Background: an optimization exercise with open tools, aiming at small area, a short achievable clock period and few clock cycles. Do not read the settings as production practice. Only simulation tests tie the RTL to the original design; equivalence was not proved. Power figures rest on the tool's default switching activity, not on a simulated workload.

Design rcu_tile_coder, start of the top module:
module rcu_tile_coder (
    input  wire        clk,
    input  wire        rst_n,
    input  wire        cfg_valid,
    output wire        cfg_ready,
    input  wire [5:0]  cfg_tw,
    input  wire [5:0]  cfg_th,
    input  wire        cfg_p2,
    input  wire        in_valid,
    output wire        in_ready,
    input  wire [24:0] in_data,
    output wire        out_valid,
    input  wire        out_ready,
    output wire [31:0] out_data,
    output wire        out_last,
    output wire [15:0] out_nbits
);
Settings: LEC_CHECK=0, CAP_MARGIN=20, CORE_MARGIN=2, CORE_UTILIZATION=55, PLACE_DENSITY=0.72, SLEW_MARGIN=20; clock period 20.0 ns.
standard.sh (not shown) runs the stock make flow with config.mk's settings and CLKGATE_MAP_FILE= SYNTH_SCRIPT=/design/flow/synth_recipe.tcl, a recipe that flattens the netlist after the stock synthesis.
==> flow/flow/run.sh <==
#!/bin/bash
# The standard layout (standard.sh, unchanged synthesis and steps), with
# sky130_fd_sc_hd__buf_4 as the buffer that buffer_ports puts on every input
# and output port instead of the default cell. The make output goes to
# standard.log; each ORFS step keeps its own log under orfs/logs.
set -euo pipefail
bash standard.sh "BUFFER_PORTS_ARGS=-buffer_cell sky130_fd_sc_hd__buf_4" finish > standard.log 2>&1
Testbench counts at the start, summed over its fixed seeds: cycles 114,327.
Next try:
--- a/flow/config.mk
+++ b/flow/config.mk
@@ -9,4 +9,4 @@
 export CORE_MARGIN = 2
-export CORE_UTILIZATION = 55
-export PLACE_DENSITY = 0.72
+export CORE_UTILIZATION = 40
+export PLACE_DENSITY = 0.6
 export SLEW_MARGIN = 20
=>
- The new run ran to the end with no violations
- area after synthesis does not change
- worst hold slack barely changes
- global-route usage went down by 8.4 points
- clock skew went down by 36 ps
- register-to-register slack is worse by 260 ps
- sequential power barely changes

---

== run a ==
Another version of the RTL of rcu_tile_coder (not shown whole).
Size in the first run: ~7800 cells after synthesis, about 95 I/O pins.
Design rcu_tile_coder, start of the top module:
module rcu_tile_coder (
    input  wire        clk,
    input  wire        rst_n,
    input  wire        cfg_valid,
    output wire        cfg_ready,
    input  wire [5:0]  cfg_tw,
    input  wire [5:0]  cfg_th,
    input  wire        cfg_p2,
    input  wire        in_valid,
    output wire        in_ready,
    input  wire [24:0] in_data,
    output wire        out_valid,
    input  wire        out_ready,
    output wire [31:0] out_data,
    output wire        out_last,
    output wire [15:0] out_nbits
);
    integer n;
    reg        ca_v, cp_v;
    reg [5:0]  ca_tw, ca_th, cp_tw, cp_th;
    reg        ca_p2, cp_p2;
    reg        ca_tw1, cp_tw1;       
    reg rst_q;
    always @(posedge clk)
        rst_q <= rst_n;
    assign cfg_ready = ~cp_v;
    wire cfg_fire = cfg_valid & ~cp_v;
    reg  stall;
    wire stall_n;
    wire adv = ~stall;
    reg        v0;
    reg [24:0] x0;
    reg        in_rdy;       
    assign in_ready = in_rdy;
    wire in_fire = in_valid & in_rdy;
    wire s0_take = adv | ~v0;
    wire v0_n    = s0_take ? in_fire : v0;
    reg [4:0]  ci, cj;
    reg [5:0]  wp, rp;
    reg [7:0]  rph, rpl;     
    wire [6:0] len7   = ca_p2 ? {ca_tw, 1'b0} : {1'b0, ca_tw};      
    wire       top0   = ca_p2 ? (ci[4:1] == 4'd0) : (ci == 5'd0);
    wire       left0  = ca_p2 ? (cj[4:1] == 4'd0) : (cj == 5'd0);
    wire [6:0] jp     = {2'b0, cj} + (ca_p2 ? 7'd2 : 7'd1);
    wire       runok0 = (jp < {1'b0, ca_tw});
    wire       lcol0  = ({1'b0, cj} == ca_tw - 6'd1);
    wire       lrow0  = ({1'b0, ci} == ca_th - 6'd1);
    wire       tlast0 = lcol0 & lrow0;
  ...
clock: 20.0 ns
lec_check: 0
cap_margin: 20
core_margin: 2
core_utilization: 40
place_density: 0.6
slew_margin: 20
Scripts as last shown in full above: flow/flow/run.sh
Testbench counts of run a, summed over its fixed seeds: cycles 114,207.
> inputs changed (run a -> run b)
==> flow/run.sh (new file) <==
#!/bin/bash
# synth_recipe.tcl (not shown) runs the flow's synth.tcl, then flattens the netlist and writes it again
# the make line also repeats each setting of config.mk as NAME=value (left out here)
make -C /OpenROAD-flow-scripts/flow DESIGN_CONFIG=/design/flow/config.mk WORK_HOME=/design/flow/orfs CLKGATE_MAP_FILE= SYNTH_SCRIPT=/design/flow/synth_recipe.tcl finish
removed: flow/flow/run.sh
removed: flow/standard.sh
### Flow results
- Library cell contributing the largest single delay on the critical path = sky130_fd_sc_hd__clkdlybuf4s50_1: run b; library cell contributing the largest single delay on the critical path = sky130_fd_sc_hd__dfxtp_1: run a
- From run a to run b the numbers moved as follows: post-route clock period utilization has increased, leakage power has remained practically unchanged, initial antenna violation count has increased, final area has remained practically unchanged.

afterwards: timing with drivers on the ports:
Ports are ideal in the flow. The routed layouts listed here were re-timed in OpenROAD. Step 1, drivers: a clkbuf_16 drives clk and a buf_2 each remaining input, both assumed. Step 2 times the ports against the registers' clock, not the clock port: input delays grow and output delays shrink by t, the midpoint of the rising clock arrivals with the driver on. a / b / c = ideal / step 1 / step 2; a / b = the first two.
| run | t (ns) | slack for setup (ns) | slew at the worst register clock pin (ns) |
|---|---|---|---|
| the first run of note 1 | 0.985 | 14.554 / 14.462 / 13.794 | 0.07 / 0.07 |
| the second run of note 1 | 1.030 | 14.340 / 14.247 / 13.964 | 0.07 / 0.07 |
| run a | 0.981 | 14.384 / 14.287 / 14.370 | 0.07 / 0.07 |
| run b | 0.992 | 14.169 / 14.075 / 13.825 | 0.07 / 0.07 |
After both steps every run listed still meets setup and hold. The setup slack of the first run of note 1, which loses most, moves by -0.092 ns with the drivers and by -0.760 ns with both steps.
